This design comes from an exercise in tuning for small area on the open sky130 flow, not from production work. Function was checked by simulation only, so behaviour that the tests miss may differ from the original. Power figures rest on the tool's default switching activity, not on a simulated workload.

Setup of build 29:
## rerok_rx
module rerok_rx (
    input  wire        clk,
    input  wire        rst,           
    input  wire        from_board,    
    input  wire        sym_valid,
    input  wire [9:0]  sym,
    output wire        word_valid,
    output wire [5:0]  word_index,
    output wire [31:0] word_data,
    output wire        frame_done,
    output reg  [2:0]  frame_reason,
    output wire [7:0]  frame_type,
    output wire [15:0] frame_seq,
    output wire [7:0]  frame_len
);
For scale: roughly 650 cells after synthesis, ~89 I/O pins, about 6800 sq um of cells after synthesis.
export LEC_CHECK = 0
export CAP_MARGIN = 20
export CORE_MARGIN = 2
export CORE_UTILIZATION = 40
export SLEW_MARGIN = 20
create_clock -name core_clock -period 10.0 [get_ports {clk}]
standard.sh (not shown) runs the stock make flow with config.mk's settings and CLKGATE_MAP_FILE= SYNTH_SCRIPT=/design/flow/synth_recipe.tcl, a recipe that flattens the netlist after the stock synthesis.
==> flow/flow/run.sh <==
#!/bin/bash
# The standard layout, with the port buffers made from buf_1 cells and a smaller clock
# tree without dummy loads. Each tool's full output goes to a log file in this folder.
set -euo pipefail
bash standard.sh \
  "BUFFER_PORTS_ARGS=-buffer_cell sky130_fd_sc_hd__buf_1" \
  "CTS_ARGS=-sink_clustering_enable -repair_clock_nets -dont_use_dummy_load -sink_clustering_size 50 -sink_clustering_max_diameter 300 -buf_list sky130_fd_sc_hd__clkbuf_16" \
  finish > flow_make.log 2>&1
#### Input delta (build 44 over build 29)
==> flow/flow/run.sh <==
#!/bin/bash
# The standard layout, with the port buffers made from buf_1 cells and a clock tree
# without dummy loads. Each tool's full output goes to a log file in this folder.
set -euo pipefail
bash standard.sh \
  "BUFFER_PORTS_ARGS=-buffer_cell sky130_fd_sc_hd__buf_1" \
  "CTS_ARGS=-sink_clustering_enable -repair_clock_nets -dont_use_dummy_load -buf_list sky130_fd_sc_hd__clkbuf_8" \
  finish > flow_make.log 2>&1
### Flow results
Looking at total via count in the routed design, build 44 sits 26 lower than build 29 does. Summary of build 44 over build 29: critical path depth neither gained nor lost much; number of standard cells in the final layout excluding fillers neither gained nor lost much; final instance area lost 100 sq um. Build 44 — global routing usage on met2 0.26 points lower, build 29 as reference. Compared with build 29, build 44 shows a higher count of filler cells inserted in the layout. Changes observed in build 44 relative to build 29: peak supply drop now sits lower; number of non-clock buffers in the layout stayed essentially flat.
--- input diff build 44..build 74 ---
--- a/flow/flow/run.sh
+++ b/flow/flow/run.sh
@@ -5,4 +5,4 @@
 bash standard.sh \
   "BUFFER_PORTS_ARGS=-buffer_cell sky130_fd_sc_hd__buf_1" \
-  "CTS_ARGS=-sink_clustering_enable -repair_clock_nets -dont_use_dummy_load -buf_list sky130_fd_sc_hd__clkbuf_8" \
+  "CTS_ARGS=-sink_clustering_enable -repair_clock_nets -dont_use_dummy_load" \
   finish > flow_make.log 2>&1
Notes after the runs:
Build 74 vs. build 44: synthesis-to-layout area growth now sits higher; relative slew slack now sits higher; transition time at the pin with the least slew margin now sits lower.
From build 44 to build 74 the numbers moved as follows: minimum setup slack in the final design now sits higher, relative contribution of combinational cells to total power now sits lower, first-pass GRT wire length now sits at about the same level, routed via count now sits higher.

========
maple:
rerok_rx, a different RTL version from the one above (not shown whole).
Size: about 750 cells after synthesis, ~89 I/O pins.
Settings: LEC_CHECK=0, CAP_MARGIN=20, CORE_MARGIN=2, CORE_UTILIZATION=40, SLEW_MARGIN=20; clock period 10.0 ns.
run.sh (not shown) runs the stock make flow with config.mk's settings and CLKGATE_MAP_FILE= SYNTH_SCRIPT=/design/flow/synth_recipe.tcl, a recipe that flattens the netlist after the stock synthesis.
Stock flow here: none of the scripts above is used.
maple: full flow OK, the timing, DRC and antenna checks passed
The following lists how birch was set up differently from maple:
==> flow/flow/run.sh (new file) <==
#!/bin/bash
# The standard layout, with the port buffers made from buf_1 cells and a clock tree
# without dummy loads. Each tool's full output goes to a log file in this folder.
set -euo pipefail
bash standard.sh \
  "BUFFER_PORTS_ARGS=-buffer_cell sky130_fd_sc_hd__buf_1" \
  "CTS_ARGS=-sink_clustering_enable -repair_clock_nets -dont_use_dummy_load" \
  finish > flow_make.log 2>&1
==> flow/standard.sh (new file) <==
#!/bin/bash
# synth_recipe.tcl (not shown) runs the flow's synth.tcl, then flattens the netlist and writes it again
# the make line also repeats each setting of config.mk as NAME=value (left out here)
make -C /OpenROAD-flow-scripts/flow DESIGN_CONFIG=/design/flow/config.mk WORK_HOME=/design/flow/orfs CLKGATE_MAP_FILE= SYNTH_SCRIPT=/design/flow/synth_recipe.tcl "${@:-finish}"
removed: flow/run.sh
Results
maple -> birch: multi-input gate area in the final layout flat
birch ended up with sym[7] as its critical path startpoint; maple ended up with sym[6].
The final cell count was comparable across maple and birch.
Looking only at core utilization, and setting everything else aside, the higher value of maple and birch goes to maple.
Relative to maple, the worst hold slack of birch is lower by 0.0065 ns.
Diff maple and birch: via count higher in maple
Compared with maple, birch shows a lower instance area at placement.
A standard cell with the maximum stage delay on the critical path of sky130_fd_sc_hd__xnor2_1 is what birch shows, while sky130_fd_sc_hd__clkdlybuf4s50_1 belongs to maple.
birch vs maple: detailed route wirelength on metal3 down
Looking at end point of the critical path, the frame_reason[2] result is from birch; the frame_reason[0] one comes from maple.

-- re-timing with driven ports --
The results above use ideal ports. As a check the final layouts listed here were re-extracted and re-timed, cells and wires unchanged.
Step 1: set_driving_cell puts a clkbuf_16 on clk and a buf_2 on each other input, an assumption about the parent block.
Step 2 times the ports against the registers' clock, not the clock port: input delays grow and output delays shrink by t, the midpoint of the rising clock arrivals with the driver on.
Slacks: ideal ports / drivers / drivers and shift; pairs: ideal ports / drivers.
| run | shift t [ns] | setup WS [ns] | clock arrival spread, ns | worst register clock-pin slew, ns | worst data-port slew with drivers (ns) |
|---|---|---|---|---|---|
| build 29 | 0.385 | 2.540 / 2.508 / 2.508 | 0.022 / 0.021 | 0.07 / 0.07 | 0.05 |
| build 44 | 0.402 | 2.535 / 2.503 / 2.503 | 0.032 / 0.032 | 0.10 / 0.10 | 0.05 |
| build 74 | 0.385 | 2.540 / 2.508 / 2.508 | 0.022 / 0.021 | 0.07 / 0.07 | 0.05 |
| maple | 0.385 | 1.113 / 1.092 / 1.092 | 0.010 / 0.010 | 0.07 / 0.07 | 0.04 |
| birch | 0.387 | 1.815 / 1.789 / 1.789 | 0.016 / 0.016 | 0.07 / 0.07 | 0.04 |
After both steps every run listed still meets setup and hold.
